Source: an optimization exercise on an open RTL-to-GDS flow (aim: small area, a short achievable clock period and few clock cycles per item). Production flows keep margins and buffers that such runs may drop. Only the layout flow was run in this run; the RTL was not checked for function there. Power is estimated from default activity; no workload was simulated.

## flow/config.mk

```make
export PLATFORM = sky130hd
export DESIGN_NAME = fpdivsqrt
export DESIGN_NICKNAME = fpdivsqrt
export VERILOG_FILES = /design/flow/design.v
export SDC_FILE = /design/flow/constraint.sdc
export NUM_CORES = 4
export LEC_CHECK = 0
export CAP_MARGIN = 20
export CORE_MARGIN = 2
export CORE_UTILIZATION = 40
export SLEW_MARGIN = 20
```

## flow/constraint.sdc

```tcl
create_clock -name core_clock -period 5.0 [get_ports {clk}]
set_input_delay 1.0000 -clock core_clock [delete_from_list [all_inputs] [get_ports {clk}]]
set_output_delay 1.0000 -clock core_clock [all_outputs]
set_load 0.01 [all_outputs]
```

## flow/run.sh

```bash
#!/bin/bash
# synth_recipe.tcl (not shown) runs the flow's synth.tcl, then flattens the netlist and writes it again
# the make line also repeats each setting of config.mk as NAME=value (left out here)
make -C /OpenROAD-flow-scripts/flow DESIGN_CONFIG=/design/flow/config.mk WORK_HOME=/design/flow/orfs CLKGATE_MAP_FILE= SYNTH_SCRIPT=/design/flow/synth_recipe.tcl finish
```

## flow/design.v

```verilog
module fpdivsqrt (
    input  wire        clk,
    input  wire        rst,      
    input  wire        start,    
    input  wire        op,       
    input  wire [31:0] a,
    input  wire [31:0] b,
    output wire        ready,
    output reg         done,
    output reg  [31:0] result,
    output reg  [4:0]  flags
);
    localparam integer K  = 2;                   
    localparam integer NC = (26 + K - 1) / K;    
    localparam integer NS = NC * K;              
    localparam integer FR = NS - 1;              
    localparam integer W  = FR + 3;              
    localparam integer T  = NS - 1;              
    localparam [31:0] QNAN = 32'h7FC0_0000;
    wire        sa = a[31];
    wire        sb = b[31];
    wire [7:0]  ea = a[30:23];
    wire [7:0]  eb = b[30:23];
    wire [22:0] fa = a[22:0];
    wire [22:0] fb = b[22:0];
    wire a_zero = (ea == 8'd0);
    wire b_zero = (eb == 8'd0);
    wire a_max  = (ea == 8'hFF);
    wire b_max  = (eb == 8'hFF);
    wire a_fz   = (fa == 23'd0);
    wire b_fz   = (fb == 23'd0);
    wire a_inf  = a_max & a_fz;
    wire b_inf  = b_max & b_fz;
    wire a_nan  = a_max & ~a_fz;
    wire b_nan  = b_max & ~b_fz;
    wire a_snan = a_nan & ~fa[22];
    wire b_snan = b_nan & ~fb[22];
    reg  sp, sp_nan, sp_inf, sp_nv, sp_dz, sp_sign;
    always @(*) begin
        sp = 1'b1; sp_nan = 1'b0; sp_inf = 1'b0; sp_nv = 1'b0; sp_dz = 1'b0;
        sp_sign = op ? sa : (sa ^ sb);
        if (!op) begin
            if (a_nan | b_nan) begin
                sp_nan = 1'b1; sp_nv = a_snan | b_snan;
            end else if (a_inf & b_inf) begin
                sp_nan = 1'b1; sp_nv = 1'b1;
            end else if (a_inf) begin
                sp_inf = 1'b1;
            end else if (b_inf) begin
            end else if (b_zero & a_zero) begin
                sp_nan = 1'b1; sp_nv = 1'b1;
            end else if (b_zero) begin
                sp_inf = 1'b1; sp_dz = 1'b1;
            end else if (a_zero) begin
            end else begin
                sp = 1'b0;
            end
        end else begin
            if (a_nan) begin
                sp_nan = 1'b1; sp_nv = a_snan;
            end else if (a_zero) begin
            end else if (sa) begin
                sp_nan = 1'b1; sp_nv = 1'b1;
            end else if (a_inf) begin
                sp_inf = 1'b1;
            end else begin
                sp = 1'b0;
            end
        end
    end
    wire [23:0] ma = {1'b1, fa};
    wire [23:0] mb = {1'b1, fb};
    wire [9:0]  div_exp = {2'b00, ea} + {2'b11, ~eb} + 10'd128;   
    wire [8:0]  sq_sum  = {1'b0, ea} + 9'd127;
    wire [9:0]  sq_exp  = {2'b00, sq_sum[8:1]};
    wire [24:0] sq_m    = ea[0] ? {1'b0, ma} : {ma, 1'b0};
    wire [W-1:0] w_init = op ? ({{(W-25){1'b0}}, sq_m} << (FR - 23))
                             : ({{(W-24){1'b0}}, ma} << (FR - 23));
    reg          busy;       
    reg          fin;        
    reg [NC-1:0] m;          
    reg          op_q;
    reg          sign_q;
    reg [9:0]    exp_q;      
    reg [W-1:0]  w;          
    reg [W-1:0]  dv;         
    reg [NS-1:0] s;          
    reg          spq, spq_nan, spq_inf, spq_nv, spq_dz;
    assign ready = ~busy;
    reg [W-1:0]  wc;
    reg [NS-1:0] sc;
    reg [NS-1:0] mk;
    reg [W-1:0]  f;
    reg [W:0]    t;
    integer k, i;
    always @(*) begin
        wc = w;
        sc = s;
        for (k = 0; k < K; k = k + 1) begin
            mk = {NS{1'b0}};
            for (i = 0; i < NC; i = i + 1)
                mk[NS-1-K*i-k] = m[i];
            f = op_q ? ({1'b0, sc, 1'b0} | {2'b00, mk}) : dv;
            t = {1'b0, wc} - {1'b0, f};
            if (!t[W]) begin
                sc = sc | mk;
                wc = {t[W-2:0], 1'b0};
            end else begin
                wc = {wc[W-2:0], 1'b0};
            end
        end
    end
    wire        hi     = s[T];
    wire [23:0] mant   = hi ? s[T:T-23] : s[T-1:T-24];
    wire        rbit   = hi ? s[T-24] : s[T-25];
    wire [NS-1:0] lowm = hi ? ({NS{1'b1}} >> (NS - (T - 24)))
                            : ({NS{1'b1}} >> (NS - (T - 25)));
    wire        sticky = ((s & lowm) != {NS{1'b0}}) | (w != {W{1'b0}});
    wire        rinc   = rbit & (sticky | mant[0]);
    wire [24:0] mant_r = {1'b0, mant} + {24'd0, rinc};
    wire [9:0]  exp_n  = exp_q - {9'd0, ~hi};
    wire [9:0]  exp_r  = exp_n + {9'd0, mant_r[24]};
    wire        inexact = rbit | sticky;
    reg [31:0] rnd_res;
    reg [4:0]  rnd_flg;
    always @(*) begin
        if (spq) begin
            rnd_res = spq_nan ? QNAN : {sign_q, spq_inf ? 8'hFF : 8'h00, 23'd0};
            rnd_flg = {3'b000, spq_dz, spq_nv};
        end else if ($signed(exp_n) <= 10'sd0) begin
            rnd_res = {sign_q, 31'd0};
            rnd_flg = 5'b11000;
        end else if ($signed(exp_r) >= 10'sd255) begin
            rnd_res = {sign_q, 8'hFF, 23'd0};
            rnd_flg = 5'b10100;
        end else begin
            rnd_res = {sign_q, exp_r[7:0], mant_r[22:0]};
            rnd_flg = {inexact, 4'd0};
        end
    end
    always @(posedge clk) begin
        if (rst) begin
            busy <= 1'b0;
            fin  <= 1'b0;
            done <= 1'b0;
        end else begin
            done <= fin;
            if (!busy) begin
                busy <= start & ~sp;
                fin  <= start & sp;
            end else begin
                busy <= ~m[NC-1];
                fin  <= m[NC-1];
            end
        end
        result <= rnd_res;
        flags  <= rnd_flg;
        if (!busy) begin
            m       <= {{(NC-1){1'b0}}, 1'b1};
            op_q    <= op;
            sign_q  <= sp ? sp_sign : (op ? 1'b0 : (sa ^ sb));
            exp_q   <= op ? sq_exp : div_exp;
            w       <= w_init;
            dv      <= {{(W-24){1'b0}}, mb} << (FR - 23);
            s       <= {NS{1'b0}};
            spq     <= sp;
            spq_nan <= sp_nan;
            spq_inf <= sp_inf;
            spq_nv  <= sp_nv;
            spq_dz  <= sp_dz;
        end else begin
            m <= m << 1;
            w <= wc;
            s <= sc;
        end
    end
endmodule
```

==> run summary <==
sequential cells by signal, summed over array words and instances, names as in the netlist, 5 cells and up:
register	count
result	32
w	27
s	26
dv	23
m	13
exp_q	10
flags	5
power by group:
group	switching (mW)	internal, mW	leakage [nW]	total (mW)
sequential	0.219	1.40	1.29	1.62
clock	0.614	0.712	0.295	1.33
combinational	4.54	4.90	4.53	9.44
total	5.37	7.01	6.11	12.4
through the flow:
stage	TNS, ps	setup slack (ps)	cell area, sq um	power (mW)
2_1_floorplan	-107	-12.4	10600	6.24
3_3_place_gp	-7470	-371	13400	9.23
3_5_place_dp	-13470	-495	13400	9.25
4_1_cts	-10.1	-10.1	14200	10.9
5_1_grt	-13270	-386	15100	13.2
6_report	-3590	-150	15100	12.4
final timing paths:
check	from	end	slack, ps	cells past startpoint
hold reg to reg	sign_q	result[31]	440	1
setup reg to reg	op_q	s[18]	-150	24
hold / removal	sign_q	result[31]	440	1
setup / recovery	op_q	s[18]	-150	24
cell type report:
cell class / count / area [sq um] / share of cell area
tap: 335 / 419 / 0.0277
sequential: 146 / 3320 / 0.220
clock inverter: 15 / 169 / 0.0112
timing repair buffer: 356 / 3150 / 0.208
clock buffer: 17 / 425 / 0.0281
multi-input combinational: 966 / 7470 / 0.494
inverter: 48 / 180 / 0.0119
logic make-up (layout without fill, tap and decap cells):
| kind of cell | after synthesis | count (layout) | share of synthesized area |
|---|---|---|---|
| compound gates | 330 | 331 | 0.211 |
| xor+xnor | 91 | 91 | 0.0772 |
| fa+ha+maj | 77 | 77 | 0.0939 |
| buf+inv | 104 | 436 | 0.0418 |
| flops | 146 | 146 | 0.319 |
| mux | 63 | 63 | 0.0616 |
| simple gates | 404 | 404 | 0.195 |
metal layers:
layer,vias up,wire length [microns],global-route usage
met2,309,17200,0.425
met5,-,13,0
met4,2,1310,0.0995
met1,4880,14900,0.305
li1,5071,-,-
met3,77,1930,0.0477
placed cells by master (no fill, tap or decap), drive strengths merged, types with 10 or more instances in the layout:
| cell | Yosys | layout |
|---|---|---|
| clkdlybuf4s50 | 0 | 106 |
| o21a | 11 | 11 |
| edfxtp | 40 | 40 |
| mux2i | 54 | 54 |
| and3 | 13 | 13 |
| a22oi | 18 | 18 |
| nor3 | 21 | 21 |
| nand2 | 79 | 79 |
| xnor2 | 48 | 48 |
| nand4 | 18 | 18 |
| a21oi | 114 | 114 |
| and2 | 20 | 20 |
| o2bb2ai | 12 | 12 |
| nand3 | 33 | 33 |
| o211ai | 11 | 11 |
| nor2b | 28 | 28 |
| nand2b | 14 | 14 |
| buf | 16 | 247 |
| xor2 | 43 | 43 |
| ha | 75 | 75 |
| nor2 | 128 | 128 |
| a31oi | 10 | 10 |
| a211oi | 20 | 20 |
| clkbuf | 40 | 20 |
| a21boi | 15 | 15 |
| o21ai | 60 | 60 |
| inv | 47 | 57 |
| o21bai | 10 | 10 |
| a21o | 13 | 13 |
| nor4 | 26 | 26 |
| dfxtp | 106 | 106 |
what timing repair did:
| action | 4_1_cts | 5_1_grt |
|---|---|---|
| endpoints found under the setup margin | 40 | 40 |
| resized for setup | 31 | 133 |
| hold buffers | 0 | 0 |
| pin swaps | 8 | 44 |
| gates cloned | 1 | 3 |
| buffers inserted | 6 | 30 |
| endpoints found under the hold margin | 0 | 0 |
==> run summary <==
run status complete, but fails checks; Layout Check Fails negative setup slack; # setup viols final 36; Inserted Diodes 0; Yosys cell types 85; worst vdd ir 0.540 mV; critical path's slowest cell a2111o_2; CP Buf/Inv Count 5; post-synthesis sequential area ratio 0.319; synthesized flop and latch total 146; Std-Cell Rows 59; synth cell count leaders nor2_1, a21oi_1, dfxtp_1; Area growth syn-to-layout 45.3%; EDFF count, synth 40; Skew-Pair Late Insertion Delay around 450 ps; Synth Flop Type dfxtp_1; Vias 10.3k; RSZ-0062 raised after global routing yes; fillers 2283; gr usage total 0.248; # port buffers 106; dpl hpwl 26400 microns; Area contributors post-synth dfxtp_1, edfxtp_1, ha_1; ANT nets after route 0; critical path type reg2reg; wire per inst between 15 and 20 microns; Root Driver clkbuf_16; post-synthesis async set-or-reset flop share 0; power per cell area 818 nW/um^2; leakage 6.11 nW; Final nets 1680; Slew HR 0.488; fin crit share 1.03; worst min path class reg2reg; DR iter-0 viols 748; cts bufs inserted 17; fin cells 1883; initial antenna violation count 1; startpoint types flop; H-tree depth 4; Worst-path clk slew 70 ps; Ys Warns 1; CTS tree yes; Die Width 165 microns; Inst Count DP 1813; Worst Slack Setup Final -150 ps; vias per cell roughly 5.5; post-synth net total around 1.4k; worst path cell trace buf_6 > buf_12 > buf_4 > nor2b_1 > nor2b_1 > ha_1 > a21o_1 > a211oi_1 > nand2_2 > a31o_4 > buf_12 > nand2_1 > nand2_1 > ha_1 > o21ai_2 > o211ai_1 > nand4_1 > nand3_2 > a41oi_2 > o21ai_2 > a2111o_2 > clkbuf_16 > a21oi_1 > nor2_1; cell taking the most area after synthesis dfxtp_1; final hold vios 0; Slew Limit Fails 0; fin crit period 5150 ps; Crit path required time between 5000 and 6000 ps; most numerous cell in the Yosys netlist nor2_1; average size of a mapped cell 8.58 sq um; Residual DRC 0; Synth top area share 0.204; routability congestion estimate 0.975; Final Core Density 0.586; maximum clock rate 0.194 GHz; Max-Cap Viols 0; crit-path leading delay family compound AO/OA/AOI/OAI gates; GRT overflow 0; share of layout cells above drive strength 1 0.283; largest net degree at the start of global routing 64; Starting Density 0.403; Worst Skew 18.0 ps; CP peak stage delay roughly 490 ps; CTS sink count approximately 150; Fin Hold WS 438 ps; cell area after synthesis ~10000 sq um; CTS Buffer Depth 2; die area 27400 sq um; number of global-route vias before repair 9845; I/O pin count 107; Die Ht 165 microns; crit-path max FO 12; DRT Pass-1 Iters 5; global-route wire length before repair 51700 microns; Post-Route WL 35300 microns; Synth Instances 1215; Worst-Margin Slew between 700 and 800 ps; CP endpoint kind flop; CP Data Arrival Time around 5500 ps; Placeable Area 25800 sq um

[what the ideal ports hide]
The flow's constraints put no driver on any port. The routed layout listed below was extracted and timed again, unchanged, in two steps. Step 1: set_driving_cell puts a clkbuf_16 on clk and a buf_2 on each other input, an assumption about the parent block. Step 2 times the ports against the registers' clock, not the clock port: input delays grow and output delays shrink by t, the midpoint of the rising clock arrivals with the driver on. Three values: ideal, step 1, step 2; two values: the first two.
t, ns: 0.486
setup slack, ns: -0.150 / -0.150 / -0.150
hold WS [ns]: 0.438 / 0.438 / 0.438
slew at the worst register clock pin (ns): 0.08 / 0.08
worst slew at a driven data input, ns: 0.07
The setup slack of this run moves by 0.000 ns with the drivers and by 0.000 ns with both steps.
